This is an optimization exercise on Yosys and OpenROAD, whose aim is small area, a short achievable clock period and few clock cycles, not a production implementation.
Function was checked by simulation only, so behaviour that the tests miss may differ from the original.

File: design/flow/config.mk
export PLATFORM = sky130hd
export DESIGN_NAME = srv_lead_loop
export DESIGN_NICKNAME = srv_lead_loop
export VERILOG_FILES = /design/flow/design.v
export SDC_FILE = /design/flow/constraint.sdc
export NUM_CORES = 4
export LEC_CHECK = 0
export CAP_MARGIN = 20
export CORE_MARGIN = 2
export CORE_UTILIZATION = 40
export SLEW_MARGIN = 20
File: design/flow/run.sh
#!/bin/bash
# synth_recipe.tcl (not shown) runs the flow's synth.tcl, then flattens the netlist and writes it again
# the make line also repeats each setting of config.mk as NAME=value (left out here)
make -C /OpenROAD-flow-scripts/flow DESIGN_CONFIG=/design/flow/config.mk WORK_HOME=/design/flow/orfs CLKGATE_MAP_FILE= SYNTH_SCRIPT=/design/flow/synth_recipe.tcl finish
File: design/flow/design.v
module srv_bkadd #(parameter W = 8) (
    input  wire [W-1:0] a,
    input  wire [W-1:0] b,
    input  wire         ci,
    output wire [W-1:0] s,
    output wire         co
);
    function integer lg2;
        input integer n;
        integer v;
        begin
            lg2 = 0;
            for (v = 1; v < n; v = v * 2) lg2 = lg2 + 1;
        end
    endfunction
    localparam L = (W <= 2) ? 1 : lg2(W);
    localparam NS = 2 * L;
    wire [W-1:0] p = a ^ b;
    wire [W-1:0] gg [0:NS];
    wire [W-1:0] pp [0:NS];
    assign gg[0] = (a & b) | {{(W-1){1'b0}}, p[0] & ci};
    assign pp[0] = p;
    genvar j, i;
    generate
        for (j = 0; j < NS; j = j + 1) begin : g_lv
            for (i = 0; i < W; i = i + 1) begin : g_b
                if (j < L && (i % (2 << j)) == (2 << j) - 1) begin : g_up
                    assign gg[j+1][i] = gg[j][i] | (pp[j][i] & gg[j][i-(1<<j)]);
                    assign pp[j+1][i] = pp[j][i] & pp[j][i-(1<<j)];
                end else if (j >= L && j <= 2*L-2 &&
                             i >= 3*(1 << (2*L-2-j)) - 1 &&
                             ((i - (3*(1 << (2*L-2-j)) - 1)) % (2 << (2*L-2-j))) == 0) begin : g_dn
                    assign gg[j+1][i] = gg[j][i] | (pp[j][i] & gg[j][i-(1<<(2*L-2-j))]);
                    assign pp[j+1][i] = pp[j][i] & pp[j][i-(1<<(2*L-2-j))];
                end else begin : g_pass
                    assign gg[j+1][i] = gg[j][i];
                    assign pp[j+1][i] = pp[j][i];
                end
            end
        end
        if (W > 1) begin : g_s
            assign s = p ^ {gg[NS][W-2:0], ci};
        end else begin : g_s1
            assign s = p ^ ci;
        end
    endgenerate
    assign co = gg[NS][W-1];
endmodule
module srv_incr #(parameter W = 8) (
    input  wire [W-1:0] a,
    input  wire         ci,
    output wire [W-1:0] s
);
    function integer lg2;
        input integer n;
        integer v;
        begin
            lg2 = 0;
            for (v = 1; v < n; v = v * 2) lg2 = lg2 + 1;
        end
    endfunction
    localparam L = (W <= 2) ? 1 : lg2(W);
    wire [W-1:0] tt [0:L];
    assign tt[0] = a;
    genvar j, i;
    generate
        for (j = 0; j < L; j = j + 1) begin : g_lv
            for (i = 0; i < W; i = i + 1) begin : g_b
                if (i >= (1 << j)) begin : g_and
                    assign tt[j+1][i] = tt[j][i] & tt[j][i-(1<<j)];
                end else begin : g_pass
                    assign tt[j+1][i] = tt[j][i];
                end
            end
        end
    endgenerate
    assign s = a ^ ({tt[L][W-2:0], 1'b1} & {W{ci}});
endmodule
module srv_g2b #(parameter W = 24) (
    input  wire [W-1:0] g,
    output wire [W-1:0] b
);
    function integer lg2;
        input integer n;
        integer v;
        begin
            lg2 = 0;
            for (v = 1; v < n; v = v * 2) lg2 = lg2 + 1;
        end
    endfunction
    localparam L = lg2(W);
    wire [W-1:0] tt [0:L];
    assign tt[0] = g;
    genvar j, i;
    generate
        for (j = 0; j < L; j = j + 1) begin : g_lv
            for (i = 0; i < W; i = i + 1) begin : g_b
                if (i + (1 << j) < W) begin : g_x
                    assign tt[j+1][i] = tt[j][i] ^ tt[j][i+(1<<j)];
                end else begin : g_pass
                    assign tt[j+1][i] = tt[j][i];
                end
            end
        end
    endgenerate
    assign b = tt[L];
endmodule
module srv_lane (
    input  wire [26:0] acc,
    input  wire [25:0] m,
    input  wire [4:0]  b,         
    input  wire [26:0] xv,        
    input  wire        cf,        
    output wire [29:0] v
);
    wire n0 = b[2], n1 = b[4];
    wire one0 = b[1] ^ b[0];
    wire two0 = (b[2] & ~b[1] & ~b[0]) | (~b[2] & b[1] & b[0]);
    wire one1 = b[3] ^ b[2];
    wire two1 = (b[4] & ~b[3] & ~b[2]) | (~b[4] & b[3] & b[2]);
    wire [27:0] me = {{2{m[25]}}, m};
    wire [27:0] m2 = {m[25], m, 1'b0};
    wire [27:0] mag0 = ({28{one0}} & me) | ({28{two0}} & m2);
    wire [27:0] mag1 = ({28{one1}} & me) | ({28{two1}} & m2);
    wire [29:0] p0 = {{2{mag0[27] ^ n0}}, mag0 ^ {28{n0}}};
    wire [29:0] p1 = {mag1 ^ {28{n1}}, n1, n1};
    wire [29:0] a0 = {{3{acc[26]}}, acc};
    wire [29:0] x0 = {{3{xv[26]}}, xv};
    wire [29:0] s1 = a0 ^ p0 ^ p1;
    wire [29:0] c1 = {((a0 & p0) | (a0 & p1) | (p0 & p1)), n0} ;
    wire [29:0] s2 = s1 ^ c1 ^ x0;
    wire [29:0] c2 = {((s1 & c1) | (s1 & x0) | (c1 & x0)), 1'b0};
    wire co;
    srv_bkadd #(30) u_add (.a(s2), .b(c2), .ci(n1 | cf), .s(v), .co(co));
endmodule
module srv_lead_loop (
    input  wire               clk,
    input  wire               rst,         
    input  wire               start,
    input  wire               clear,
    input  wire signed [15:0] sa,
    input  wire signed [15:0] sb,
    input  wire signed [15:0] sc,
    input  wire signed [15:0] sd,
    input  wire        [23:0] gray,
    input  wire        [23:0] tgt_trk,
    input  wire signed [15:0] tgt_ofs,
    input  wire signed [17:0] ml,
    input  wire signed [15:0] ff,
    input  wire signed [15:0] inj,
    input  wire        [17:0] amin,
    input  wire        [3:0]  gs,
    input  wire        [23:0] intlim,
    input  wire signed [15:0] kds,
    output reg         [5:0]  tbl_addr,
    input  wire        [47:0] tbl_rdata,
    output reg                done,
    output reg                fail,
    output wire signed [15:0] pes,
    output wire signed [48:0] pos,
    output reg  signed [24:0] err,
    output reg  signed [24:0] integ,
    output wire signed [15:0] u
);
    localparam S_IDLE = 4'd0, S_AMP = 4'd1, S_DIV = 4'd2, S_E1 = 4'd3,
               S_MEM  = 4'd4, S_LO  = 4'd5, S_HI  = 4'd6, S_INT = 4'd7,
               S_PROD = 4'd8, S_FIN = 4'd9;
    reg [3:0] state;
    reg [2:0] cnt;
    reg       first;                  
    reg [15:0] pes_r;
    reg [23:0] y_r;                   
    reg        m1_r;                  
    reg        b48_r;                 
    reg [15:0] u_r;
    reg [3:0]  bhi_r;                 
    assign pes = pes_r;
    assign u   = u_r;
    assign pos = {b48_r, {8{m1_r}}, y_r, pes_r};
    reg [17:0] rem;                   
    reg [17:0] amp_r;                 
    reg        qz, neg, mism, gz;
    reg [8:0]  ac;                    
    reg [25:0] de_r;                  
    reg [11:0] f_r;                   
    reg [1:0]  nc;                    
    reg        top;
    reg [5:0]  a0_r;
    reg [16:0] g0, g1, g2;
    reg [26:0] acc0, acc1, acc2;
    reg [1:0]  ext0, ext1, ext2;
    wire [23:0] bin;
    srv_g2b #(24) u_g2b (.g(gray), .b(bin));
    wire [16:0] n17, q17;
    wire        nco, qco;
    srv_bkadd #(17) u_n (.a({sa[15], sa}), .b(~{sc[15], sc}), .ci(1'b1), .s(n17), .co(nco));
    srv_bkadd #(17) u_q (.a({sb[15], sb}), .b(~{sd[15], sd}), .ci(1'b1), .s(q17), .co(qco));
    wire        sn = rem[17], sq = amp_r[17];
    wire [16:0] nabs;
    srv_incr #(17) u_nabs (.a(rem[16:0] ^ {17{sn}}), .ci(sn), .s(nabs));
    wire [17:0] amp;
    wire        ampco;
    srv_bkadd #(18) u_amp (.a({1'b0, nabs}), .b({1'b0, amp_r[16:0] ^ {17{sq}}}), .ci(sq),
                           .s(amp), .co(ampco));
    wire [17:0] amd;
    wire        amge;
    srv_bkadd #(18) u_amin (.a(amp), .b(~amin), .ci(1'b1), .s(amd), .co(amge));
    wire        nz = (rem != 18'd0);
    wire        amp_bad = (~nz & (amp_r == 18'd0)) | ~amge;
    wire [24:0] dtrk;
    wire        dco;
    srv_bkadd #(25) u_dt (.a({1'b0, tgt_trk}), .b(~{1'b0, acc1[23:0]}), .ci(1'b1), .s(dtrk), .co(dco));
    wire dt_in = (dtrk[24:8] == 17'd0) | (dtrk[24:8] == 17'h1ffff);
    wire [8:0] ac_v = dt_in ? dtrk[8:0] : (dtrk[24] ? 9'h100 : 9'h0ff);
    wire [18:0] t0, t1, t2;
    wire        c0_, c1_, c2_;
    wire [17:0] r1, r2, r3;
    srv_bkadd #(19) u_d0 (.a({rem, 1'b0}), .b(~{1'b0, amp_r}), .ci(1'b1), .s(t0), .co(c0_));
    assign r1 = t0[18] ? {rem[16:0], 1'b0} : t0[17:0];
    srv_bkadd #(19) u_d1 (.a({r1, 1'b0}), .b(~{1'b0, amp_r}), .ci(1'b1), .s(t1), .co(c1_));
    assign r2 = t1[18] ? {r1[16:0], 1'b0} : t1[17:0];
    srv_bkadd #(19) u_d2 (.a({r2, 1'b0}), .b(~{1'b0, amp_r}), .ci(1'b1), .s(t2), .co(c2_));
    assign r3 = t2[18] ? {r2[16:0], 1'b0} : t2[17:0];
    wire [15:0] q16     = qz ? 16'h8000 : {1'b0, pes_r[14:0]};
    wire        qnz     = qz | (pes_r[14:0] != 15'd0);
    wire        pes_neg = neg & qnz;
    wire [15:0] qneg;
    srv_incr #(16) u_pn (.a(~q16), .ci(1'b1), .s(qneg));
    wire [15:0] pes_v = neg ? qneg : (qz ? 16'h7fff : q16);
    wire [15:0] qp  = qz ? 16'h7fff : q16;
    wire [16:0] lopd = neg ? {1'b0, q16} : ~{1'b0, qp};
    wire [16:0] lv;
    wire        lco;
    srv_bkadd #(17) u_l (.a({acc0[15], acc0[15:0]}), .b(lopd), .ci(~neg), .s(lv), .co(lco));
    wire signed [9:0] hoff = (mism ? (pes_neg ? -10'sd1 : 10'sd1) : 10'sd0) - (lv[16] ? 10'sd1 : 10'sd0);
    wire [9:0] hs;
    wire       hco;
    srv_bkadd #(10) u_h (.a({ac[8], ac}), .b(hoff), .ci(1'b0), .s(hs), .co(hco));
    wire        wrap  = mism & ~pes_neg & gz;
    wire        hbig  = ~hs[9] & (hs[8:7] != 2'b00);             
    wire        hsml  = hs[9] & (hs[8:7] != 2'b11);              
    wire        sat_p = ~wrap & hbig;
    wire        sat_n = wrap | hsml;
    wire [24:0] e_v = sat_p ? 25'h0800000 : sat_n ? 25'h1800000 :
                      {hs[7], hs[7:0], lv[15:0]};
    wire [23:0] eneg;
    srv_incr #(24) u_en (.a(~{hs[7:0], lv[15:0]}), .ci(1'b1), .s(eneg));
    wire [23:0] eabs = (sat_p | sat_n) ? 24'h800000 : (hs[9] ? eneg : {hs[7:0], lv[15:0]});
    wire [23:0] idx  = eabs >> gs;
    wire        top_v = (idx[23:6] != 18'd0) | (idx[5:0] == 6'd63);
    wire [5:0]  a0_v  = top_v ? 6'd63 : idx[5:0];
    wire [11:0] fmask = ~(12'hfff << gs);
    wire [11:0] fraw  = eabs[11:0] & fmask;
    wire [1:0]  sh    = 2'd0 - gs[1:0];               
    wire [11:0] f_v   = fraw << sh;
    wire [1:0]  nc_v  = (gs <= 4'd4) ? 2'd1 : (gs <= 4'd8) ? 2'd2 : 2'd3;
    wire        tpos  = mism ^ pes_neg;               
    wire [23:0] ydec;
    srv_incr #(24) u_y (.a(~acc1[23:0]), .ci(tpos), .s(ydec));
    wire [23:0] y_v = ~ydec;
    wire interp = (state == S_INT);
    wire ilast  = interp & (cnt[1:0] == nc - 2'd1);
    wire plast  = (state == S_PROD) & (cnt[1:0] == 2'd3);
    wire ftop   = (nc == 2'd1) ? f_r[3] : (nc == 2'd2) ? f_r[7] : f_r[11];
    wire [4:0] fwin = (cnt[1:0] == 2'd0) ? {f_r[3:0], 1'b0} :
                      (cnt[1:0] == 2'd1) ? f_r[7:3] : f_r[11:7];
    function [4:0] gwin;
        input [16:0] g;
        input [1:0] c;
        begin
            case (c)
                2'd0: gwin = {g[3:0], 1'b0};
                2'd1: gwin = g[7:3];
                2'd2: gwin = g[11:7];
                default: gwin = g[15:11];
            endcase
        end
    endfunction
    wire [15:0] t_kp = tbl_rdata[15:0];
    wire [15:0] t_ki = tbl_rdata[31:16];
    wire [15:0] t_kd = tbl_rdata[47:32];
    wire hi_st  = (state == S_HI);
    wire mem_st = (state == S_MEM);
    wire [25:0] m0 = interp ? {{9{g0[16]}}, g0} : hi_st ? {{10{t_kp[15]}}, t_kp} : {err[24], err};
    wire [25:0] m1 = interp ? {{9{g1[16]}}, g1} : hi_st ? {{10{t_ki[15]}}, t_ki} : {err[24], err};
    wire [25:0] m2 = interp ? {{9{g2[16]}}, g2} : hi_st ? {{10{t_kd[15]}}, t_kd} : de_r;
    wire [4:0]  b0 = interp ? fwin : hi_st ? 5'b00010 : gwin(g0, cnt[1:0]);
    wire [4:0]  b1 = interp ? fwin : hi_st ? 5'b00010 : gwin(g1, cnt[1:0]);
    wire [4:0]  b2 = interp ? fwin : hi_st ? 5'b00010 : mem_st ? 5'b11110 : gwin(g2, cnt[1:0]);
    wire [24:0] i_eff = first ? 25'd0 : integ;
    wire [26:0] x0 = ilast ? {{7{t_kp[15]}}, t_kp, 4'd0} : plast ? {{9{ff[15]}}, ff, 2'd0} : 27'd0;
    wire [26:0] x1 = ilast ? {{7{t_ki[15]}}, t_ki, 4'd0} : plast ? {i_eff, 2'd0} : 27'd0;
    wire [26:0] x2 = ilast ? {{7{t_kd[15]}}, t_kd, 4'd0} : plast ? {{9{inj[15]}}, inj, 2'd0} : 27'd0;
    wire [29:0] v0, v1, v2;
    srv_lane u_l0 (.acc(acc0), .m(m0), .b(b0), .xv(x0), .cf(hi_st), .v(v0));
    srv_lane u_l1 (.acc(acc1), .m(m1), .b(b1), .xv(x1), .cf(hi_st), .v(v1));
    srv_lane u_l2 (.acc(acc2), .m(m2), .b(b2), .xv(x2), .cf(hi_st), .v(v2));
    wire [25:0] v0s = v0[29:4];
    wire [25:0] v1s = v1[29:4];
    wire [25:0] v2s = v2[29:4];
    wire [26:0] p_kp = {acc0[24:0], ext0};     
    wire [26:0] p_ki = {acc1[24:0], ext1};     
    wire [26:0] p_kd = {acc2[24:0], ext2};     
    wire [27:0] isum = {p_ki[26], p_ki};
    wire [27:0] lim  = {4'd0, amp_r[5:0], rem};
    wire [27:0] dgt, dlt;
    wire        cgt, clt;
    srv_bkadd #(28) u_gt (.a(lim), .b(~isum), .ci(1'b1), .s(dgt), .co(cgt));    
    srv_bkadd #(28) u_lt (.a(isum), .b(lim), .ci(1'b0), .s(dlt), .co(clt));     
    wire        i_gt = dgt[27];
    wire        i_lt = dlt[27];
    wire [24:0] nlim;
    srv_incr #(25) u_nl (.a(~lim[24:0]), .ci(1'b1), .s(nlim));
    wire [24:0] i_new = i_gt ? lim[24:0] : i_lt ? nlim : isum[24:0];
    wire [28:0] ua = {{2{p_kp[26]}}, p_kp};
    wire [28:0] ub = {{2{p_kd[26]}}, p_kd};
    wire [28:0] uc = {{4{i_new[24]}}, i_new};
    wire [28:0] ud = {{9{bhi_r[3]}}, bhi_r, u_r};
    wire [28:0] us1 = ua ^ ub ^ uc;
    wire [28:0] uc1 = {(ua & ub) | (ua & uc) | (ub & uc), 1'b0};
    wire [28:0] us2 = us1 ^ uc1 ^ ud;
    wire [28:0] uc2 = {(us1 & uc1) | (us1 & ud) | (uc1 & ud), 1'b0};
    wire [28:0] usum;
    wire        uco;
    srv_bkadd #(29) u_u (.a(us2), .b(uc2), .ci(1'b0), .s(usum), .co(uco));
    wire u_hi = ~usum[28] & (usum[27:15] != 13'd0);
    wire u_lo = usum[28] & (usum[27:15] != 13'h1fff);
    wire [15:0] u_v = u_hi ? 16'h7fff : u_lo ? 16'h8000 : usum[15:0];
    always @(posedge clk) begin
        if (rst) begin
            state    <= S_IDLE;
            cnt      <= 3'd0;
            first    <= 1'b1;
            done     <= 1'b0;
            fail     <= 1'b0;
            tbl_addr <= 6'd0;
            pes_r    <= 16'd0;
            y_r      <= 24'd0;
            m1_r     <= 1'b0;
            b48_r    <= 1'b0;
            err      <= 25'sd0;
            integ    <= 25'sd0;
            u_r      <= 16'd0;
        end else begin
            done <= 1'b0;
            case (state)
                S_IDLE: if (start) begin
                    if (clear) first <= 1'b1;
                    rem   <= {n17[16], n17};
                    amp_r <= {q17[16], q17};
                    mism  <= bin[0] ^ q17[16];
                    gz    <= (gray == 24'd0);
                    acc1  <= {3'd0, bin};
                    acc0  <= {{11{tgt_ofs[15]}}, tgt_ofs};
                    g2    <= {kds[15], kds};
                    de_r  <= {{8{ml[17]}}, ml};
                    acc2  <= 27'd0;
                    cnt   <= 3'd0;
                    state <= S_AMP;
                end
                S_AMP: begin
                    acc2 <= {v2s[25], v2s}; ext2 <= v2[3:2];
                    ac   <= ac_v;
                    if (amp_bad) begin
                        done  <= 1'b1;
                        fail  <= 1'b1;
                        state <= S_IDLE;
                    end else begin
                        qz    <= (amp_r[16:0] == 17'd0);
                        neg   <= sq ? (~sn & nz) : sn;
                        rem   <= {1'b0, nabs};
                        amp_r <= amp;
                        cnt   <= 3'd1;
                        state <= S_DIV;
                    end
                end
                S_DIV: begin
                    rem   <= r3;
                    pes_r <= {pes_r[12:0], ~t0[18], ~t1[18], ~t2[18]};
                    cnt   <= cnt + 3'd1;
                    if (cnt <= 3'd3) begin
                        acc2 <= {v2s[25], v2s}; ext2 <= v2[3:2];
                    end
                    if (cnt == 3'd4) {bhi_r, u_r} <= {acc2[17:0], ext2};
                    if (cnt == 3'd5) state <= S_E1;
                end
                S_E1: begin
                    pes_r    <= pes_v;
                    y_r      <= y_v;
                    m1_r     <= gz & tpos;
                    b48_r    <= gz & tpos & ~mism;
                    err      <= e_v;
                    de_r     <= {err[24], err};
                    acc2     <= {{2{e_v[24]}}, e_v};
                    tbl_addr <= a0_v;
                    a0_r     <= a0_v;
                    top      <= top_v;
                    f_r      <= f_v;
                    nc       <= nc_v;
                    {amp_r[5:0], rem} <= intlim;
                    state    <= S_MEM;
                end
                S_MEM: begin
                    de_r <= first ? 26'd0 : v2[25:0];
                    if (!top) tbl_addr <= a0_r + 6'd1;
                    state <= S_LO;
                end
                S_LO: begin
                    tbl_addr <= ftop ? a0_r + 6'd1 : a0_r;
                    g0 <= {t_kp[15], t_kp};
                    g1 <= {t_ki[15], t_ki};
                    g2 <= {t_kd[15], t_kd};
                    if (top) begin
                        acc0 <= 27'd0; acc1 <= 27'd0; acc2 <= 27'd0;
                    end else begin
                        acc0 <= ~{{11{t_kp[15]}}, t_kp};
                        acc1 <= ~{{11{t_ki[15]}}, t_ki};
                        acc2 <= ~{{11{t_kd[15]}}, t_kd};
                    end
                    cnt <= 3'd0;
                    state <= top ? S_PROD : S_HI;
                end
                S_HI: begin
                    tbl_addr <= ftop ? a0_r + 6'd1 : a0_r;
                    g0 <= v0[16:0];
                    g1 <= v1[16:0];
                    g2 <= v2[16:0];
                    acc0 <= 27'd0; acc1 <= 27'd0; acc2 <= 27'd0;
                    cnt <= 3'd0;
                    state <= S_INT;
                end
                S_INT: begin
                    tbl_addr <= ftop ? a0_r + 6'd1 : a0_r;
                    cnt <= cnt + 3'd1;
                    if (ilast) begin
                        g0 <= v0s[16:0];
                        g1 <= v1s[16:0];
                        g2 <= v2s[16:0];
                        acc0 <= 27'd0; acc1 <= 27'd0; acc2 <= 27'd0;
                        cnt <= 3'd0;
                        state <= S_PROD;
                    end else begin
                        acc0 <= {v0s[25], v0s}; acc1 <= {v1s[25], v1s}; acc2 <= {v2s[25], v2s};
                    end
                end
                S_PROD: begin
                    acc0 <= {v0s[25], v0s}; acc1 <= {v1s[25], v1s}; acc2 <= {v2s[25], v2s};
                    ext0 <= v0[3:2]; ext1 <= v1[3:2]; ext2 <= v2[3:2];
                    cnt <= cnt + 3'd1;
                    if (cnt == 3'd3) state <= S_FIN;
                end
                S_FIN: begin
                    integ <= i_new;
                    u_r   <= u_v;
                    first <= 1'b0;
                    fail  <= 1'b0;
                    done  <= 1'b1;
                    state <= S_IDLE;
                end
                default: state <= S_IDLE;
            endcase
        end
    end
endmodule
File: design/flow/constraint.sdc
create_clock -name core_clock -period 20.0 [get_ports {clk}]
set_input_delay 4.0000 -clock core_clock [delete_from_list [all_inputs] [get_ports {clk}]]
set_output_delay 4.0000 -clock core_clock [all_outputs]
set_load 0.01 [all_outputs]
==> results of run 1 <==
==> metrics by stage <==
step,setup WS (ps),area (µm²)
4_1_cts,8560,54500
2_1_floorplan,10160,47200
3_3_place_gp,8540,52900
5_1_grt,7660,54600
6_report,8600,54600
3_5_place_dp,8490,52900
==> critical path: cells and delay by family (launching register included) <==
family / cells / cell delay (ps)
XOR/XNOR: 2 / 610
multiplexers: 2 / 630
AND/OR/NAND/NOR: 8 / 2020
adder cells (fa/ha/maj): 3 / 1110
buffers and inverters: 2 / 140
AO/OA/AOI/OAI: 16 / 5880
flip-flops: 1 / 680
==> routing by layer <==
layer | routed length [µm] | vias up
met5 | 37 | -
met4 | 11100 | 6
met3 | 23400 | 469
met2 | 85900 | 2754
met1 | 80500 | 22600
li1 | - | 20600
==> state kept, by name, summed over array words and instances, names as in the netlist, 12 cells and up, named ones only <==
| name | count |
|---|---|
| acc0 | 26 |
| acc1 | 26 |
| acc2 | 26 |
| amp_r | 18 |
| de_r | 26 |
| err | 25 |
| f_r | 12 |
| g0 | 17 |
| g1 | 17 |
| g2 | 17 |
| integ | 25 |
| pes_r | 15 |
| rem | 18 |
| u_r | 16 |
| y_r | 24 |
==> final timing paths <==
kind / from / to / slack, ps / cells after the start
worst min-delay path: b48_r$_SDFFE_PP0P_ / b48_r$_SDFFE_PP0P_ / 490 / 2
worst max-delay path: amp_r[0]$_DFFE_PP_ / rem[15]$_DFFE_PP_ / 8600 / 33
worst min register to register: b48_r$_SDFFE_PP0P_ / b48_r$_SDFFE_PP0P_ / 490 / 2
worst max register to register: amp_r[0]$_DFFE_PP_ / rem[15]$_DFFE_PP_ / 8600 / 33
==> logic make-up (layout without fill, tap and decap cells) <==
logic type,count (synthesis),count (layout),synth area share
DFF,359,359,0.202
adders and majority gates,784,784,0.260
muxes,168,168,0.0364
and+or+nand+nor,1354,1354,0.136
buffers and inverters,962,1206,0.0786
AOI/OAI and AO/OA,1718,1718,0.237
other,0,7,0
xor gates and xnor gates,265,265,0.0501
==> cell usage after synthesis (40+ instances only) <==
cell type	count
o21a_1	53
a22oi_1	53
a311oi_1	40
inv_1	566
xor2_1	124
o221ai_1	134
clkbuf_1	320
fa_1	354
o21ai_0	391
nor3_1	151
maj3_1	83
nor2b_1	81
xnor2_1	138
dfxtp_1	124
o22ai_1	117
nand2_1	337
a211oi_1	67
a31oi_1	51
a21oi_1	399
nand2b_1	43
mux2i_1	147
edfxtp_1	235
ha_1	347
nand3_1	80
buf_1	43
a21o_1	76
nor2_1	420
nand4_1	47
o21ai_1	53
==> final cells by class <==
cell class / instances / area share
multi-input combinational: 4289 / 0.625
sequential: 359 / 0.175
timing repair buffer: 543 / 0.0945
inverter: 572 / 0.0393
tap: 1536 / 0.0352
clock buffer: 67 / 0.0272
clock inverter: 24 / 0.00321
antenna: 7 / 0.000321
==> summary.md, run 1 <==
| Metric | Value |
|---|---|
| Post-DR vias/cell | 6.28 |
| Core Rows | 126 |
| IO Port Bufs | between 400 and 500 |
| # H-tree levels | 2 |
| Total gr overflow | 0 |
| Postcts setup bufs | 0 |
| Async S/R FF share, synth | 0 |
| Synthesis-stage register bit count | 359 |
| Crit Path Category | reg2reg |
| Max-slew violations | 0 |
| Final non-filler cell total | 7397 |
| Proportion of layout cells with a drive suffix above 1 | 0.0516 |
| Initial DRC count | 5781 |
| Dominant cell type by area after synthesis | fa_1 |
| Mapped Nets | 6603 |
| CTS Root Cell | clkbuf_16 |
| CTS tree | yes |
| M1 GR Usage | 0.433 |
| Nets | 6807 |
| CP max stage delay | between 700 and 800 ps |
| Setup violators final | 0 |
| Detailed Routing Iterations Pass 1 | 8 |
| Fill cell count | 11.5k |
| Post-synth cell types | 84 |
| Arr. time, crit path | 11750 ps |
| MaxCap Viol Count | 0 |
| Highest-delay cell along the critical path | a2111oi_1 |
| Via count | 46.4k |
| Largest net degree at the start of global routing | 97 |
| Final min period | roughly 11000 ps |
| Ys flop type | edfxtp_1 |
| Post-CTS Resized | 0 |
| Worst Clk Skew | 47.6 ps |
| Vias in the first global route | 44.6k |
| Mapped Avg Cell Area | 8.41 µm² |
| DIE AREA | 0.121 mm² |
| Setup TNS | 0 ps |
| Final WL | 201 mm |
| Clock Latency Late Sink | 670 ps |
| Hold_buf cts | 0 |
| Met2 Track Usage GR | 0.489 |
| # IOs | 431 |
| Worst-path clk slew | about 70 ps |
| Die W | 347 µm |
| Core area | approximately 0.12 mm² |
| Busiest grt layer | met2 |
| Clock sinks | 359 |
| Top post-synthesis cells by area | fa_1, edfxtp_1, ha_1, dfxtp_1, inv_1 |
| CP Capture Type | flop |
| CP startpoint kind | flop |
| Starting Density | 0.401 |
| CP required | around 20000 ps |
| Die height | 347 µm |
| Post-DR wirelength/cell | 27.2 µm |
| Most frequent cells in the layout | inv_1, clkdlybuf4s50_1, nor2_1, a21oi_1, o21ai_0 |
| Post-DRT Antenna Nets | 0 |
| Slew @ Worst Pin | 1220 ps |
| Final period util | 0.570 |
| Post-DP HPWL | 155 mm |
| Hold_ws | 488 ps |
| Top-area cell type share of the netlist area | 0.150 |
| Gr usage total | 0.324 |
| Cts bufs inserted | 49 |
| Status | timing/DRC/antenna clean |
| RSZ-0062 raised after global routing | false |
| Fmax | between 0.08 and 0.09 GHz |
| Cell count after placement | 7297 |
| Fin util | 0.464 |
| Reg area | 0.00955 mm² |
| Post-synth EDFFs | 235 |
| Relative slew slack | 0.179 |
| First-pass GRT wire length | approximately 300 mm |
| Warnings from Yosys | 14 |
| Drt drc | 0 |
| Antenna violations before repair | 15 |
| Worst min path class | reg2reg |
| Synth Cell Area | around 0.047 mm² |
| GP Congestion | 0.990 |
| Final Hold Vio Count | 0 |
| Post-Syn Instances | 5610 |
| Synthesis-to-layout area growth | 15.7% |
| CP dominant cell by count | o21ai_0 |
| Commonest non-fill, non-tap cell in the layout | inv_1 |
| Clk buf depth | 3 |
| Multi-input gate area | 0.0341 mm² |
| Critical path peak fanout | 20 |
| Seq/Total Area, Yosys | 0.202 |
| Grt met3 use | 0.0806 |
Testbench counts, summed over its fixed seeds: cycles 39,956.
==> run 2, diff against run 1 <==
--- a/design/flow/design.v
+++ b/design/flow/design.v
@@ -181,3 +181,4 @@
     reg [17:0] amp_r;                 
-    reg        qz, neg, mism, gz;
+    reg        qz, neg, mism, gz, failr;
+    reg [3:0]  gs_r;
     reg [8:0]  ac;                    
@@ -209,18 +210,33 @@
     wire        amp_bad = (~nz & (amp_r == 18'd0)) | ~amge;
-    wire [24:0] dtrk;
-    wire        dco;
-    srv_bkadd #(25) u_dt (.a({1'b0, tgt_trk}), .b(~{1'b0, acc1[23:0]}), .ci(1'b1), .s(dtrk), .co(dco));
+    wire [11:0] dlo;
+    wire        dloc;
+    srv_bkadd #(12) u_dl (.a(tgt_trk[11:0]), .b(~acc1[11:0]), .ci(1'b1), .s(dlo), .co(dloc));
+    wire [12:0] dhi;
+    wire        dhic;
+    srv_bkadd #(13) u_dh (.a({1'b0, tgt_trk[23:12]}), .b(~{1'b0, acc1[23:12]}), .ci(~top), .s(dhi), .co(dhic));
+    wire [24:0] dtrk = {dhi, f_r};
     wire dt_in = (dtrk[24:8] == 17'd0) | (dtrk[24:8] == 17'h1ffff);
     wire [8:0] ac_v = dt_in ? dtrk[8:0] : (dtrk[24] ? 9'h100 : 9'h0ff);
-    wire [18:0] t0, t1, t2;
-    wire        c0_, c1_, c2_;
-    wire [17:0] r1, r2, r3;
-    srv_bkadd #(19) u_d0 (.a({rem, 1'b0}), .b(~{1'b0, amp_r}), .ci(1'b1), .s(t0), .co(c0_));
-    assign r1 = t0[18] ? {rem[16:0], 1'b0} : t0[17:0];
-    srv_bkadd #(19) u_d1 (.a({r1, 1'b0}), .b(~{1'b0, amp_r}), .ci(1'b1), .s(t1), .co(c1_));
-    assign r2 = t1[18] ? {r1[16:0], 1'b0} : t1[17:0];
-    srv_bkadd #(19) u_d2 (.a({r2, 1'b0}), .b(~{1'b0, amp_r}), .ci(1'b1), .s(t2), .co(c2_));
-    assign r3 = t2[18] ? {r2[16:0], 1'b0} : t2[17:0];
-    wire [15:0] q16     = qz ? 16'h8000 : {1'b0, pes_r[14:0]};
-    wire        qnz     = qz | (pes_r[14:0] != 15'd0);
+    wire [19:0] amp1 = {2'b00, amp_r};
+    wire [19:0] amp2 = {1'b0, amp_r, 1'b0};
+    wire [19:0] amp3 = {g1[2:0], g0};
+    wire [19:0] ra = {rem[17:0], 2'b00};
+    wire [19:0] ta1, ta2, ta3, tb1, tb2, tb3;
+    wire        ca1, ca2, ca3, cb1, cb2, cb3;
+    srv_bkadd #(20) u_a1 (.a(ra), .b(~amp1), .ci(1'b1), .s(ta1), .co(ca1));
+    srv_bkadd #(20) u_a2 (.a(ra), .b(~amp2), .ci(1'b1), .s(ta2), .co(ca2));
+    srv_bkadd #(20) u_a3 (.a(ra), .b(~amp3), .ci(1'b1), .s(ta3), .co(ca3));
+    wire [1:0]  qa = ca3 ? 2'd3 : ca2 ? 2'd2 : ca1 ? 2'd1 : 2'd0;
+    wire [17:0] r1 = ca3 ? ta3[17:0] : ca2 ? ta2[17:0] : ca1 ? ta1[17:0] : ra[17:0];
+    wire [19:0] rb = {r1, 2'b00};
+    srv_bkadd #(20) u_b1 (.a(rb), .b(~amp1), .ci(1'b1), .s(tb1), .co(cb1));
+    srv_bkadd #(20) u_b2 (.a(rb), .b(~amp2), .ci(1'b1), .s(tb2), .co(cb2));
+    srv_bkadd #(20) u_b3 (.a(rb), .b(~amp3), .ci(1'b1), .s(tb3), .co(cb3));
+    wire [1:0]  qb = cb3 ? 2'd3 : cb2 ? 2'd2 : cb1 ? 2'd1 : 2'd0;
+    wire [17:0] r3 = cb3 ? tb3[17:0] : cb2 ? tb2[17:0] : cb1 ? tb1[17:0] : rb[17:0];
+    wire [19:0] a3v;
+    wire        a3co;
+    srv_bkadd #(20) u_a3v (.a({2'b00, amp}), .b({1'b0, amp, 1'b0}), .ci(1'b0), .s(a3v), .co(a3co));
+    wire [15:0] q16     = qz ? 16'h8000 : {1'b0, pes_r[15:1]};
+    wire        qnz     = qz | (pes_r[15:1] != 15'd0);
     wire        pes_neg = neg & qnz;
@@ -234,6 +250,9 @@
     srv_bkadd #(17) u_l (.a({acc0[15], acc0[15:0]}), .b(lopd), .ci(~neg), .s(lv), .co(lco));
-    wire signed [9:0] hoff = (mism ? (pes_neg ? -10'sd1 : 10'sd1) : 10'sd0) - (lv[16] ? 10'sd1 : 10'sd0);
-    wire [9:0] hs;
-    wire       hco;
-    srv_bkadd #(10) u_h (.a({ac[8], ac}), .b(hoff), .ci(1'b0), .s(hs), .co(hco));
+    wire [9:0] hb  = mism ? (pes_neg ? 10'h3ff : 10'h001) : 10'h000;
+    wire [9:0] hb1 = mism ? (pes_neg ? 10'h3fe : 10'h000) : 10'h3ff;
+    wire [9:0] ha, hm;
+    wire       hco, hmco;
+    srv_bkadd #(10) u_h  (.a({ac[8], ac}), .b(hb),  .ci(1'b0), .s(ha), .co(hco));
+    srv_bkadd #(10) u_hm (.a({ac[8], ac}), .b(hb1), .ci(1'b0), .s(hm), .co(hmco));
+    wire [9:0] hs = lv[16] ? hm : ha;
     wire        wrap  = mism & ~pes_neg & gz;
@@ -245,13 +264,15 @@
                       {hs[7], hs[7:0], lv[15:0]};
-    wire [23:0] eneg;
-    srv_incr #(24) u_en (.a(~{hs[7:0], lv[15:0]}), .ci(1'b1), .s(eneg));
-    wire [23:0] eabs = (sat_p | sat_n) ? 24'h800000 : (hs[9] ? eneg : {hs[7:0], lv[15:0]});
-    wire [23:0] idx  = eabs >> gs;
+    wire [15:0] lnv;
+    srv_incr #(16) u_ln (.a(~lv[15:0]), .ci(1'b1), .s(lnv));
+    wire [7:0]  ehn;
+    srv_incr #(8) u_eh (.a(~hs[7:0]), .ci(lv[15:0] == 16'd0), .s(ehn));
+    wire [23:0] eabs = (sat_p | sat_n) ? 24'h800000 : (hs[9] ? {ehn, lnv} : {hs[7:0], lv[15:0]});
+    wire [23:0] idx  = eabs >> gs_r;
     wire        top_v = (idx[23:6] != 18'd0) | (idx[5:0] == 6'd63);
     wire [5:0]  a0_v  = top_v ? 6'd63 : idx[5:0];
-    wire [11:0] fmask = ~(12'hfff << gs);
+    wire [11:0] fmask = ~(12'hfff << gs_r);
     wire [11:0] fraw  = eabs[11:0] & fmask;
-    wire [1:0]  sh    = 2'd0 - gs[1:0];               
+    wire [1:0]  sh    = 2'd0 - gs_r[1:0];               
     wire [11:0] f_v   = fraw << sh;
-    wire [1:0]  nc_v  = (gs <= 4'd4) ? 2'd1 : (gs <= 4'd8) ? 2'd2 : 2'd3;
+    wire [1:0]  nc_v  = (gs_r <= 4'd4) ? 2'd1 : (gs_r <= 4'd8) ? 2'd2 : 2'd3;
     wire        tpos  = mism ^ pes_neg;               
@@ -283,12 +304,12 @@
     wire mem_st = (state == S_MEM);
-    wire [25:0] m0 = interp ? {{9{g0[16]}}, g0} : hi_st ? {{10{t_kp[15]}}, t_kp} : {err[24], err};
-    wire [25:0] m1 = interp ? {{9{g1[16]}}, g1} : hi_st ? {{10{t_ki[15]}}, t_ki} : {err[24], err};
-    wire [25:0] m2 = interp ? {{9{g2[16]}}, g2} : hi_st ? {{10{t_kd[15]}}, t_kd} : de_r;
-    wire [4:0]  b0 = interp ? fwin : hi_st ? 5'b00010 : gwin(g0, cnt[1:0]);
-    wire [4:0]  b1 = interp ? fwin : hi_st ? 5'b00010 : gwin(g1, cnt[1:0]);
-    wire [4:0]  b2 = interp ? fwin : hi_st ? 5'b00010 : mem_st ? 5'b11110 : gwin(g2, cnt[1:0]);
+    wire [25:0] m0 = interp ? {{9{g0[16]}}, g0} : {err[24], err};
+    wire [25:0] m1 = interp ? {{9{g1[16]}}, g1} : {err[24], err};
+    wire [25:0] m2 = interp ? {{9{g2[16]}}, g2} : de_r;
+    wire [4:0]  b0 = interp ? fwin : hi_st ? 5'b00000 : gwin(g0, cnt[1:0]);
+    wire [4:0]  b1 = interp ? fwin : hi_st ? 5'b00000 : gwin(g1, cnt[1:0]);
+    wire [4:0]  b2 = interp ? fwin : hi_st ? 5'b00000 : mem_st ? 5'b11110 : gwin(g2, cnt[1:0]);
     wire [24:0] i_eff = first ? 25'd0 : integ;
-    wire [26:0] x0 = ilast ? {{7{t_kp[15]}}, t_kp, 4'd0} : plast ? {{9{ff[15]}}, ff, 2'd0} : 27'd0;
-    wire [26:0] x1 = ilast ? {{7{t_ki[15]}}, t_ki, 4'd0} : plast ? {i_eff, 2'd0} : 27'd0;
-    wire [26:0] x2 = ilast ? {{7{t_kd[15]}}, t_kd, 4'd0} : plast ? {{9{inj[15]}}, inj, 2'd0} : 27'd0;
+    wire [26:0] x0 = (ilast | hi_st) ? {{7{t_kp[15]}}, t_kp, 4'd0} : plast ? {{9{ff[15]}}, ff, 2'd0} : 27'd0;
+    wire [26:0] x1 = (ilast | hi_st) ? {{7{t_ki[15]}}, t_ki, 4'd0} : plast ? {i_eff, 2'd0} : 27'd0;
+    wire [26:0] x2 = (ilast | hi_st) ? {{7{t_kd[15]}}, t_kd, 4'd0} : plast ? {{9{inj[15]}}, inj, 2'd0} : 27'd0;
     wire [29:0] v0, v1, v2;
@@ -305,8 +326,8 @@
     wire [27:0] lim  = {4'd0, amp_r[5:0], rem};
-    wire [27:0] dgt, dlt;
-    wire        cgt, clt;
-    srv_bkadd #(28) u_gt (.a(lim), .b(~isum), .ci(1'b1), .s(dgt), .co(cgt));    
-    srv_bkadd #(28) u_lt (.a(isum), .b(lim), .ci(1'b0), .s(dlt), .co(clt));     
-    wire        i_gt = dgt[27];
-    wire        i_lt = dlt[27];
+    wire        ineg = isum[27];
+    wire [27:0] dcl;
+    wire        ccl;
+    srv_bkadd #(28) u_cl (.a(lim), .b(ineg ? isum : ~isum), .ci(~ineg), .s(dcl), .co(ccl));
+    wire        i_gt = dcl[27] & ~ineg;
+    wire        i_lt = dcl[27] & ineg;
     wire [24:0] nlim;
@@ -318,6 +339,6 @@
     wire [28:0] ud = {{9{bhi_r[3]}}, bhi_r, u_r};
-    wire [28:0] us1 = ua ^ ub ^ uc;
-    wire [28:0] uc1 = {(ua & ub) | (ua & uc) | (ub & uc), 1'b0};
-    wire [28:0] us2 = us1 ^ uc1 ^ ud;
-    wire [28:0] uc2 = {(us1 & uc1) | (us1 & ud) | (uc1 & ud), 1'b0};
+    wire [28:0] us1 = ua ^ ub ^ ud;
+    wire [28:0] uc1 = {(ua & ub) | (ua & ud) | (ub & ud), 1'b0};
+    wire [28:0] us2 = us1 ^ uc1 ^ uc;
+    wire [28:0] uc2 = {(us1 & uc1) | (us1 & uc) | (uc1 & uc), 1'b0};
     wire [28:0] usum;
@@ -352,2 +373,3 @@
                     gz    <= (gray == 24'd0);
+                    gs_r  <= gs;
                     acc1  <= {3'd0, bin};
@@ -362,19 +384,21 @@
                     acc2 <= {v2s[25], v2s}; ext2 <= v2[3:2];
-                    ac   <= ac_v;
-                    if (amp_bad) begin
-                        done  <= 1'b1;
-                        fail  <= 1'b1;
-                        state <= S_IDLE;
-                    end else begin
-                        qz    <= (amp_r[16:0] == 17'd0);
-                        neg   <= sq ? (~sn & nz) : sn;
-                        rem   <= {1'b0, nabs};
-                        amp_r <= amp;
-                        cnt   <= 3'd1;
-                        state <= S_DIV;
-                    end
+                    f_r  <= dlo;
+                    top  <= ~dloc;
+                    failr <= amp_bad;
+                    qz    <= (amp_r[16:0] == 17'd0);
+                    neg   <= sq ? (~sn & nz) : sn;
+                    rem   <= {1'b0, nabs};
+                    amp_r <= amp;
+                    {g1[2:0], g0} <= a3v;
+                    cnt   <= 3'd1;
+                    state <= S_DIV;
                 end
-                S_DIV: begin
+                S_DIV: if (failr) begin
+                    done  <= 1'b1;
+                    fail  <= 1'b1;
+                    state <= S_IDLE;
+                end else begin
                     rem   <= r3;
-                    pes_r <= {pes_r[12:0], ~t0[18], ~t1[18], ~t2[18]};
+                    if (cnt == 3'd1) ac <= ac_v;
+                    pes_r <= {pes_r[11:0], qa, qb};
                     cnt   <= cnt + 3'd1;
@@ -384,3 +408,3 @@
                     if (cnt == 3'd4) {bhi_r, u_r} <= {acc2[17:0], ext2};
-                    if (cnt == 3'd5) state <= S_E1;
+                    if (cnt == 3'd4) state <= S_E1;
                 end
@@ -415,5 +439,5 @@
                     end else begin
-                        acc0 <= ~{{11{t_kp[15]}}, t_kp};
-                        acc1 <= ~{{11{t_ki[15]}}, t_ki};
-                        acc2 <= ~{{11{t_kd[15]}}, t_kd};
+                        acc0 <= ~{{7{t_kp[15]}}, t_kp, 4'd0};
+                        acc1 <= ~{{7{t_ki[15]}}, t_ki, 4'd0};
+                        acc2 <= ~{{7{t_kd[15]}}, t_kd, 4'd0};
                     end
@@ -424,5 +448,5 @@
                     tbl_addr <= ftop ? a0_r + 6'd1 : a0_r;
-                    g0 <= v0[16:0];
-                    g1 <= v1[16:0];
-                    g2 <= v2[16:0];
+                    g0 <= v0[20:4];
+                    g1 <= v1[20:4];
+                    g2 <= v2[20:4];
                     acc0 <= 27'd0; acc1 <= 27'd0; acc2 <= 27'd0;
==> summary.md, run 2 <==
| Metric | Value |
|---|---|
| Final non-filler cell total | 7893 (+6.7%) |
| Setup violators final | 0 (unchanged) |
| Clock Latency Late Sink | 690 ps (+20 ps) |
| Relative slew slack | 0.184 (+0.00582) |
| Synth Cell Area | 0.0505 mm² (+7.1%) |
| Worst-path clk slew | 60 ps (about the same) |
| CP required | 20430 ps (+70 ps) |
| Status | timing/DRC/antenna clean |
| Initial DRC count | 7115 (+23%) |
| Arr. time, crit path | 10380 ps (-1370 ps) |
| Synth Area in Compound Gates | 0.262 (+0.0252) |
| Worst Clk Skew | 44.9 ps (-2.68 ps) |
| CP max stage delay | 970 ps (+220 ps) |
| Synth Area in Simple Gates | 0.125 (-0.0112) |
| Post-CTS Resized | 0 (unchanged) |
| CTS tree | yes |
| Largest family of logic cells by synthesized area | compound AO/OA/AOI/OAI gates |
| Proportion of layout cells with a drive suffix above 1 | 0.0531 (+0.00147) |
| MaxCap Viol Count | 0 (unchanged) |
| IO Port Bufs | 430 (unchanged) |
| Fill cell count | 12.2k (+5.3%) |
| Final period util | 0.498 (-0.0721) |
| Highest-delay cell along the critical path | nand2_1 |
| Commonest non-fill, non-tap cell in the layout | inv_1 |
| First-pass GRT wire length | 337 mm (+14%) |
| Largest net degree at the start of global routing | 93 (-4.1%) |
| Dpl ws | 10330 ps (+1840 ps) |
| Mapped Avg Cell Area | 8.45 µm² (+0.46%) |
| Async S/R FF share, synth | 0 (unchanged) |
| Clock sinks | 364 (+1.4%) |
| Ys flop type | edfxtp_1 |
| Hold_buf cts | 0 (unchanged) |
| Final WL | 235 mm (+17%) |
| Setup TNS | 0 ps (unchanged) |
| Post-synth EDFFs | 240 (+2.1%) |
| Starting Density | 0.403 (+0.00157) |
| Post-Synth Adder-Cell Area | 0.257 (-0.00259) |
| Vias in the first global route | 47.3k (+6.2%) |
| Cell with the most instances after synthesis | inv_1 |
| Post-synth cell types | 113 (+35%) |
| Top-area cell type share of the netlist area | 0.154 (+0.00398) |
| Final Hold Vio Count | 0 (unchanged) |
| Critical path peak fanout | 41 (+110%) |
| R2R Setup Slk | 10050 ps (+1440 ps) |
| Top post-synthesis cells by area | fa_1, edfxtp_1, ha_1, dfxtp_1, a21oi_1 |
| Synthesis-to-layout area growth | 15.1% |
| Core area | 0.125 mm² (+6.6%) |
| Top post-synthesis cells by count | inv_1, a21oi_1, nand2_1 |
| Fmax | 0.100 GHz (+14%) |
| Cell count after placement | 7795 (+6.8%) |
| Postcts setup bufs | 0 (unchanged) |
| CTS Root Cell | clkbuf_16 |
| Clk buf depth | 3 (unchanged) |
| HP Start | y_r[5]$_SDFFE_PP0P_ |
| Dominant cell type by area after synthesis | fa_1 |
| R2r endpoint | acc2[25]$_DFFE_PP_ |
| DIE AREA | 0.129 mm² (+7.0%) |
| Seq/Total Area, Yosys | 0.192 (-0.0103) |
| Mapped Nets | 7063 (+7.0%) |
| Die height | 359 µm (+3.4%) |
| Slew @ Worst Pin | 1190 ps (-25.6 ps) |
| Post-DR vias/cell | 6.38 (+1.7%) |
| Die W | 359 µm (+3.4%) |
| Worst Hold Depth | 2 (unchanged) |
| GP Congestion | 1.02 (+3.0%) |
| # H-tree levels | 2 (unchanged) |
| Post-DRT Antenna Nets | 0 (unchanged) |
| Post-Syn Instances | 5978 (+6.6%) |
| Worst min path class | reg2reg |
| Post-DP HPWL | 186 mm (+20%) |
| CP Capture Type | flop |
| Worst hold endpoint | y_r[5]$_SDFFE_PP0P_ |
| Nets | 7282 (+7.0%) |
| Warnings from Yosys | 16 (+2) |
| Core Rows | 130 (+3.2%) |
| Cts bufs inserted | 50 (+2.0%) |
| # IOs | 431 (unchanged) |
| Synthesis-stage register bit count | 364 (+1.4%) |
| Worst reg-to-reg path cell count | 31 (-6.1%) |
| Post-route setup slack | 10050 ps (+1440 ps) |
| Max-slew violations | 0 (unchanged) |
| Synth Area in XOR/XNOR | 0.0599 (+0.00980) |
| R2r startpoint | cnt[0]$_SDFFE_PP0P_ |
| Multiplexer area fraction after synthesis | 0.0306 (-0.00584) |
| Gr usage total | 0.352 (+0.0283) |
| Via count | 50.4k (+8.5%) |
| Antenna violations before repair | 14 (-1) |
| Drt drc | 0 (unchanged) |
| Most frequent cells in the layout | inv_1, a21oi_1, nand2_1, clkdlybuf4s50_1 |
| CP startpoint kind | flop |
| Post-DR wirelength/cell | 29.7 µm (+9.5%) |
| Detailed Routing Iterations Pass 1 | 9 (+1) |
| RSZ-0062 raised after global routing | false |
| Crit Path Category | reg2reg |
| Total gr overflow | 0 (unchanged) |
| Final min period | 9950 ps (-1440 ps) |
==> run 2: cell count changes after synthesis, moves of 57 or more <==
cell     before  now
a21oi_1     399  495
xnor2_1     138  198
nor2_1      420  350
nand2_1     337  486
o22ai_1     117  190
ha_1        347  404
maj3_1       83   15
a21o_1       76  135
==> run 2: worst max-delay path, delay by kind of cell, from the launching register on <==
kind | cells | cell delay, ps
XOR/XNOR | 3 | 440
adder cells (fa/ha/maj) | 5 | 2410
AO/OA/AOI/OAI | 14 | 3110
flip-flops | 1 | 490
buffers and inverters | 4 | 1690
AND/OR/NAND/NOR | 5 | 1490
==> run 2: per-stage QoR <==
stage,utilization,hold slack [ps],area [µm²]
final,0.464,494,58100
after global routing,0.464,518,58100
after CTS,0.463,497,58100
after detailed placement,0.450,480,56400
after global placement,0.450,483,56400
after floorplan,-,458,50500
==> run 2: how the worst max path moves through the flow <==
stage / from / end / slack, ps / depth (start not counted)
2_1_floorplan: acc1[24]$_DFFE_PP_ / u_r[14]$_SDFFE_PP0P_ / 11970 / 34
6_report: cnt[0]$_SDFFE_PP0P_ / acc2[25]$_DFFE_PP_ / 10050 / 31
5_1_grt: cnt[0]$_SDFFE_PP0P_ / acc2[25]$_DFFE_PP_ / 9490 / 31
3_5_place_dp: cnt[0]$_SDFFE_PP0P_ / acc2[25]$_DFFE_PP_ / 10330 / 31
4_1_cts: cnt[0]$_SDFFE_PP0P_ / acc2[25]$_DFFE_PP_ / 10260 / 31
3_3_place_gp: cnt[0]$_SDFFE_PP0P_ / acc2[25]$_DFFE_PP_ / 10360 / 31
==> run 2: metal layers <==
layer | track usage | routed length (µm) | vias to the layer above
li1 | - | - | 22100
met1 | 0.467 | 91700 | 24500
met2 | 0.519 | 98500 | 3252
met3 | 0.0839 | 27400 | 569
met4 | 0.215 | 17100 | 10
met5 | 0 | 64 | -
==> run 2: cell type report <==
type / count / area (µm²) / share of cell area
Multi-Input combinational cell: 4665 / 37300 / 0.642
Sequential cell: 364 / 9690 / 0.167
Timing Repair Buffer: 558 / 5260 / 0.0905
Inverter: 558 / 2090 / 0.0360
Tap cell: 1650 / 2060 / 0.0355
Clock buffer: 75 / 1470 / 0.0253
Clock inverter: 18 / 209 / 0.00359
Antenna cell: 5 / 12.5 / 0.000215
==> run 2: kinds of logic after synthesis <==
family                     after synthesis
DFF                                    364
xor gates and xnor gates               343
and+or+nand+nor                       1351
adders and majority gates              808
muxes                                  147
AOI/OAI and AO/OA                     2016
buffers and inverters                  949
Testbench counts of run 2, summed over its fixed seeds: cycles 37,708.
==> run 3, diff against run 2 <==
==> design/flow/flow/run.sh (new file) <==
#!/bin/bash
set -euo pipefail
export BUFFER_PORTS_ARGS="-buffer_cell sky130_fd_sc_hd__buf_1"
bash standard.sh > standard_flow.log 2>&1
==> design/flow/standard.sh (new file) <==
#!/bin/bash
# synth_recipe.tcl (not shown) runs the flow's synth.tcl, then flattens the netlist and writes it again
# the make line also repeats each setting of config.mk as NAME=value (left out here)
make -C /OpenROAD-flow-scripts/flow DESIGN_CONFIG=/design/flow/config.mk WORK_HOME=/design/flow/orfs CLKGATE_MAP_FILE= SYNTH_SCRIPT=/design/flow/synth_recipe.tcl "${@:-finish}"
--- a/design/flow/config.mk
+++ b/design/flow/config.mk
@@ -7,2 +7,3 @@
 export LEC_CHECK = 0
+export ABC_AREA = 1
 export CAP_MARGIN = 20
removed: design/flow/run.sh
==> summary.md, run 3 <==
| Metric | Value |
|---|---|
| CP Capture Type | flop |
| Die height | 344 µm (-4.3%) |
| Ys flop type | edfxtp_1 |
| Clock sinks | 364 (unchanged) |
| R2r startpoint | state[2]$_SDFFE_PP0P_ |
| Clock Latency Late Sink | 670 ps (-20 ps) |
| Total gr overflow | 0 (unchanged) |
| Synth Cell Area | 0.0462 mm² (-8.5%) |
| Status | timing/DRC/antenna clean |
| Warnings from Yosys | 16 (unchanged) |
| CTS Root Cell | clkbuf_16 |
| Antenna violations before repair | 21 (+7) |
| Cell count after placement | 7506 (-3.7%) |
| Post-DR vias/cell | 5.75 (-10%) |
| Most frequent cells in the layout | nand2_1, inv_1, buf_1, ha_1, fa_1 |
| Post-synth EDFFs | 240 (unchanged) |
| Vias in the first global route | 40.7k (-14%) |
| Dominant cell type by area after synthesis | fa_1 |
| Slew @ Worst Pin | 1220 ps (+28.6 ps) |
| CP startpoint kind | flop |
| Top post-synthesis cells by count | nand2_1, inv_1, ha_1 |
| Clk buf depth | 3 (unchanged) |
| Arr. time, crit path | 10220 ps (-160 ps) |
| Synthesis-stage register bit count | 364 (unchanged) |
| Reg area | 0.00969 mm² (about the same) |
| Final Hold Vio Count | 0 (unchanged) |
| Dpl ws | 10240 ps (-94.0 ps) |
| DIE AREA | 0.118 mm² (-8.4%) |
| Setup TNS | 0 ps (unchanged) |
| Top post-synthesis cells by area | fa_1, edfxtp_1, ha_1, nand2_1, inv_1 |
| Worst Clk Skew | 28.4 ps (-16.5 ps) |
| Post-DRT Antenna Nets | 0 (unchanged) |
| Final period util | 0.493 (-0.00473) |
| Multi-input gate area | 0.0321 mm² (-14%) |
| Detailed Routing Iterations Pass 1 | 7 (-2) |
| Fill cell count | 11.5k (-5.0%) |
| Starting Density | 0.404 (+0.000708) |
| IO Port Bufs | 430 (unchanged) |
| Nets | 7132 (-2.1%) |
| Max-slew violations | 0 (unchanged) |
| Crit Path Category | reg2reg |
| MaxCap Viol Count | 0 (unchanged) |
| Core Rows | 124 (-4.6%) |
| Initial DRC count | 5074 (-29%) |
| Mapped Nets | 6810 (-3.6%) |
| Post-DP HPWL | 159 mm (-15%) |
| Final min period | 9860 ps (-94.7 ps) |
| Critical path peak fanout | 64 (+56%) |
| Worst-path clk slew | 60 ps (about the same) |
| First-pass GRT wire length | 278 mm (-17%) |
| Synthesis-to-layout area growth | 10.5% |
| # IOs | 431 (unchanged) |
| Largest net degree at the start of global routing | 69 (-26%) |
| Proportion of layout cells with a drive suffix above 1 | 0.0516 (-0.00149) |
| Mapped Avg Cell Area | 8.07 µm² (-4.5%) |
| CP dominant cell by count | nand2_1 |
| Highest-delay cell along the critical path | a211oi_1 |
| Placed cell areas | 0.0493 mm² (-13%) |
| Post-Syn Instances | 5725 (-4.2%) |
| Final non-filler cell total | 7607 (-3.6%) |
| Postcts setup bufs | 0 (unchanged) |
| Setup violators final | 0 (unchanged) |
| CP required | 20360 ps (-70 ps) |
| Relative slew slack | 0.179 (-0.00494) |
| Drt drc | 0 (unchanged) |
| Final WL | 194 mm (-17%) |
| Cell with the most instances after synthesis | nand2_1 |
| Hold_buf cts | 0 (unchanged) |
| Post-CTS Resized | 0 (unchanged) |
| Fmax | 0.101 GHz (+0.96%) |
| Cts bufs inserted | 50 (unchanged) |
| Via count | 43.7k (-13%) |
| GP Congestion | 1.00 (-1.6%) |
| Post-synth cell types | 70 (-38%) |
| Die W | 344 µm (-4.3%) |
| Async S/R FF share, synth | 0 (unchanged) |
| Worst min path class | reg2reg |
| Seq/Total Area, Yosys | 0.210 (+0.0179) |
| Crit. Startpoint | state[2]$_SDFFE_PP0P_ |
| CP max stage delay | 810 ps (-160 ps) |
| Commonest non-fill, non-tap cell in the layout | nand2_1 |
| Core area | 0.115 mm² (-8.7%) |
| Final instance area | 0.0510 mm² (-12%) |
| Top-area cell type share of the netlist area | 0.169 (+0.0144) |
| Gr usage total | 0.322 (-0.0301) |
| Post-route setup slack | 10140 ps (+94.7 ps) |
| # H-tree levels | 2 (unchanged) |
| HP Start | b48_r$_SDFFE_PP0P_ |
| CTS tree | yes |
| RSZ-0062 raised after global routing | false |
| Post-DR wirelength/cell | 25.5 µm (-14%) |
run 3: changes by cell type after synthesis, sizes merged, moves of 58 or more:
cell	change
nand2	+510
inv	+365
a21oi	-175
nand3	+162
xor2	+142
clkbuf	-133
mux2i	-111
a21o	-93
nor2	-81
nor3	-79
nor2b	-77
a22oi	-59
nand2b	-58
run 3: stage by stage:
stage | hold WS [ps] | utilization
finish | 466 | 0.446
global route | 493 | 0.446
CTS | 468 | 0.445
detailed placement | 458 | 0.431
global placement | 458 | 0.431
floorplan | 446 | -
run 3: worst max-delay path, delay by kind of cell, from the launching register on:
kind / cells / cell delay, ps
simple gates: 12 / 2270
fa+ha+maj: 4 / 1580
buf+inv: 7 / 1390
xor+xnor: 4 / 690
flops: 1 / 380
compound gates: 11 / 3220
run 3: area by class of cell:
cell class	instances	area share
inverters	924	0.0680
repair buffers	508	0.0435
clock inverters	29	0.00581
diodes	7	0.000343
clock buffers	64	0.0268
well taps	1512	0.0371
flip-flops and latches	364	0.190
multi-input cells	4199	0.629
run 3: worst paths after layout:
path              depth (start not counted)  slack [ps]            endpoint
setup / recovery                         38       10140  acc2[25]$_DFFE_PP_
setup reg to reg                         38       10140  acc2[25]$_DFFE_PP_
hold / removal                            2         470  b48_r$_SDFFE_PP0P_
hold reg to reg                           2         470  b48_r$_SDFFE_PP0P_
run 3: logic make-up (layout without fill, tap and decap cells):
| logic type | after synthesis | after routing | share of synthesized area |
|---|---|---|---|
| AO/OA/AOI/OAI | 1285 | 1285 | 0.170 |
| XOR/XNOR | 463 | 463 | 0.0879 |
| adder cells (fa/ha/maj) | 793 | 793 | 0.278 |
| buffers and inverters | 1162 | 1525 | 0.0987 |
| flip-flops | 364 | 364 | 0.210 |
| multiplexers | 14 | 14 | 0.00303 |
| other | 0 | 7 | 0 |
| AND/OR/NAND/NOR | 1644 | 1644 | 0.152 |
run 3: metal layers:
| metal | wire, µm | global-route usage |
|---|---|---|
| met1 | 79700 | 0.440 |
| met2 | 82600 | 0.481 |
| met3 | 21700 | 0.0846 |
| met4 | 9600 | 0.137 |
| met5 | 97 | 0 |
==> run 4, diff against run 3 <==
--- a/design/flow/design.v
+++ b/design/flow/design.v
@@ -408,3 +408,6 @@
                     if (cnt == 3'd4) {bhi_r, u_r} <= {acc2[17:0], ext2};
-                    if (cnt == 3'd4) state <= S_E1;
+                    if (cnt == 3'd4) begin
+                        tbl_addr <= 6'd63;      
+                        state    <= S_E1;
+                    end
                 end
@@ -428,4 +431,13 @@
                     de_r <= first ? 26'd0 : v2[25:0];
-                    if (!top) tbl_addr <= a0_r + 6'd1;
-                    state <= S_LO;
+                    if (top) begin
+                        g0 <= {t_kp[15], t_kp};
+                        g1 <= {t_ki[15], t_ki};
+                        g2 <= {t_kd[15], t_kd};
+                        acc0 <= 27'd0; acc1 <= 27'd0; acc2 <= 27'd0;
+                        cnt <= 3'd0;
+                        state <= S_PROD;
+                    end else begin
+                        tbl_addr <= a0_r + 6'd1;
+                        state <= S_LO;
+                    end
                 end
@@ -436,11 +448,7 @@
                     g2 <= {t_kd[15], t_kd};
-                    if (top) begin
-                        acc0 <= 27'd0; acc1 <= 27'd0; acc2 <= 27'd0;
-                    end else begin
-                        acc0 <= ~{{7{t_kp[15]}}, t_kp, 4'd0};
-                        acc1 <= ~{{7{t_ki[15]}}, t_ki, 4'd0};
-                        acc2 <= ~{{7{t_kd[15]}}, t_kd, 4'd0};
-                    end
+                    acc0 <= ~{{7{t_kp[15]}}, t_kp, 4'd0};
+                    acc1 <= ~{{7{t_ki[15]}}, t_ki, 4'd0};
+                    acc2 <= ~{{7{t_kd[15]}}, t_kd, 4'd0};
                     cnt <= 3'd0;
-                    state <= top ? S_PROD : S_HI;
+                    state <= S_HI;
                 end
==> summary.md, run 4 <==
| Metric | Value |
|---|---|
| Status | timing/DRC/antenna clean |
| Reg area | 0.00969 mm² (unchanged) |
| Gr usage total | 0.328 (+0.00542) |
| Synthesis-to-layout area growth | 10.7% |
| Antenna violations before repair | 9 (-57%) |
| Delay-heaviest family, CP | simple AND/OR/NAND/NOR gates |
| Top post-synthesis cells by count | nand2_1, inv_1, ha_1 |
| Post-DP HPWL | 163 mm (+2.7%) |
| Arr. time, crit path | 10640 ps (+420 ps) |
| Post-route setup slack | 9740 ps (-402 ps) |
| MaxCap Viol Count | 0 (unchanged) |
| Crit path buf inv count | 9 (+2) |
| Seq/Total Area, Yosys | 0.209 (-0.000893) |
| Post-Syn Instances | 5860 (+2.4%) |
| Max-slew violations | 0 (unchanged) |
| Starting Density | 0.405 (+0.00118) |
| Post-DR vias/cell | 5.73 (-0.30%) |
| Nets | 7273 (+2.0%) |
| Final WL | 197 mm (+1.8%) |
| Detailed Routing Iterations Pass 1 | 6 (-1) |
| Fmax | 0.0975 GHz (-3.9%) |
| Die W | 345 µm (+0.21%) |
| Setup violators final | 0 (unchanged) |
| Worst reg-to-reg path cell count | 40 (+5.3%) |
| Most frequent cells in the layout | nand2_1, inv_1, buf_1, ha_1, fa_1 |
| Crit Path Category | reg2reg |
| Setup TNS | 0 ps (unchanged) |
| Ys flop type | edfxtp_1 |
| R2R Setup Slk | 9740 ps (-400 ps) |
| Relative slew slack | 0.163 (-0.0165) |
| Final period util | 0.513 (+0.0201) |
| Vias in the first global route | 42.0k (+3.2%) |
| Postcts setup bufs | 0 (unchanged) |
| IO Port Bufs | 430 (unchanged) |
| CTS Root Cell | clkbuf_16 |
| Fill cell count | 11.7k (+1.1%) |
| Multi-input gate area | 0.0322 mm² (+0.41%) |
| Via count | 44.4k (+1.5%) |
| CP max stage delay | 710 ps (-100 ps) |
| First-pass GRT wire length | 283 mm (+1.9%) |
| Async S/R FF share, synth | 0 (unchanged) |
| Mapped Nets | 6944 (+2.0%) |
| CTS tree | yes |
| Dpl ws | 9990 ps (-246 ps) |
| Core area | 0.115 mm² (+0.14%) |
| CP required | 20370 ps (about the same) |
| Highest-delay cell along the critical path | nor3_1 |
| R2r startpoint | state[2]$_SDFFE_PP0P_ |
| Proportion of layout cells with a drive suffix above 1 | 0.0456 (-0.00598) |
| Post-DR wirelength/cell | 25.5 µm (about the same) |
| R2r endpoint | acc2[25]$_DFFE_PP_ |
| DIE AREA | 0.119 mm² (+0.42%) |
| Commonest non-fill, non-tap cell in the layout | nand2_1 |
| CP Capture Type | flop |
| Post-CTS Resized | 0 (unchanged) |
| Mapped Avg Cell Area | 7.92 µm² (-1.9%) |
| Drt drc | 0 (unchanged) |
| Post-DRT Antenna Nets | 0 (unchanged) |
| Synthesis-stage register bit count | 364 (unchanged) |
| Synth Cell Area | 0.0464 mm² (+0.43%) |
| Core Rows | 124 (unchanged) |
| Slew @ Worst Pin | 1240 ps (+24.5 ps) |
| Cell with the most instances after synthesis | nand2_1 |
[run 4: metrics by stage]
stage / hold WS (ps) / utilization / cell area (µm²) / instances
after floorplan: 446 / - / 46400 / 5860
after global placement: 469 / 0.433 / 49600 / 7650
after detailed placement: 474 / 0.433 / 49600 / 7650
after CTS: 482 / 0.447 / 51300 / 7740
after global routing: 505 / 0.448 / 51300 / 7741
final: 483 / 0.448 / 51300 / 7746
[run 4: worst min-delay path by stage]
stage	from	end	slack, ps	cells after the start
5_1_grt	err[4]$_SDFFE_PP0P_	err[4]$_SDFFE_PP0P_	500	2
4_1_cts	err[1]$_SDFFE_PP0P_	err[1]$_SDFFE_PP0P_	480	2
3_3_place_gp	err[1]$_SDFFE_PP0P_	err[1]$_SDFFE_PP0P_	470	2
6_report	err[1]$_SDFFE_PP0P_	err[1]$_SDFFE_PP0P_	480	2
3_5_place_dp	err[1]$_SDFFE_PP0P_	err[1]$_SDFFE_PP0P_	470	2
2_1_floorplan	b48_r$_SDFFE_PP0P_	b48_r$_SDFFE_PP0P_	450	2
[run 4: cells by family after synthesis]
kind of cell	count (synthesis)	share of synthesized area
muxes	3	0.000647
AOI/OAI and AO/OA	1277	0.167
DFF	364	0.209
and+or+nand+nor	1794	0.163
xor gates and xnor gates	452	0.0853
buffers and inverters	1178	0.0991
adders and majority gates	792	0.276
[run 4: layout make-up]
cell class / count / area share
Clock inverter: 28 / 0.00702
Sequential cell: 364 / 0.189
Antenna cell: 5 / 0.000244
Clock buffer: 62 / 0.0258
Tap cell: 1512 / 0.0368
Multi-Input combinational cell: 4318 / 0.628
Timing Repair Buffer: 521 / 0.0452
Inverter: 936 / 0.0685
[run 4: routing by layer]
layer  share of wire  vias up  GRT usage
met5         0.00024        -          0
met2            0.42     2293      0.488
met4           0.053        8      0.149
met1            0.41    21500      0.444
li1                -    20200          -
met3            0.12      404     0.0876
[run 4: worst min-delay path: stages, from the launching register on]
cell	delay, ps
dfxtp_1	320
nand2_1	60
a21oi_1	50
Testbench counts of run 4, summed over its fixed seeds: cycles 36,936.

static timing again, ports no longer ideal:
How much do the figures lean on ideal ports? The routed layouts below were timed once more, with nothing changed but the port constraints.
Step 1: set_driving_cell puts a clkbuf_16 on clk and a buf_2 on each other input, an assumption about the parent block.
Step 2 times the ports against the registers' clock, not the clock port: input delays grow and output delays shrink by t, the midpoint of the rising clock arrivals with the driver on.
a / b / c = ideal ports / drivers / drivers and shift; a / b = the first two.
run	shift t [ns]	slack for setup (ns)	slew at the worst register clock pin (ns)
run 1	0.720	8.604 / 8.604 / 8.393	0.07 / 0.07
run 2	0.736	10.046 / 10.046 / 10.046	0.07 / 0.07
run 3	0.734	10.141 / 10.141 / 10.141	0.08 / 0.08
run 4	0.729	9.739 / 9.739 / 9.739	0.08 / 0.08
After both steps every run listed still meets setup and hold. The setup slack of run 1, which loses most, moves by 0.000 ns with the drivers and by -0.211 ns with both steps.
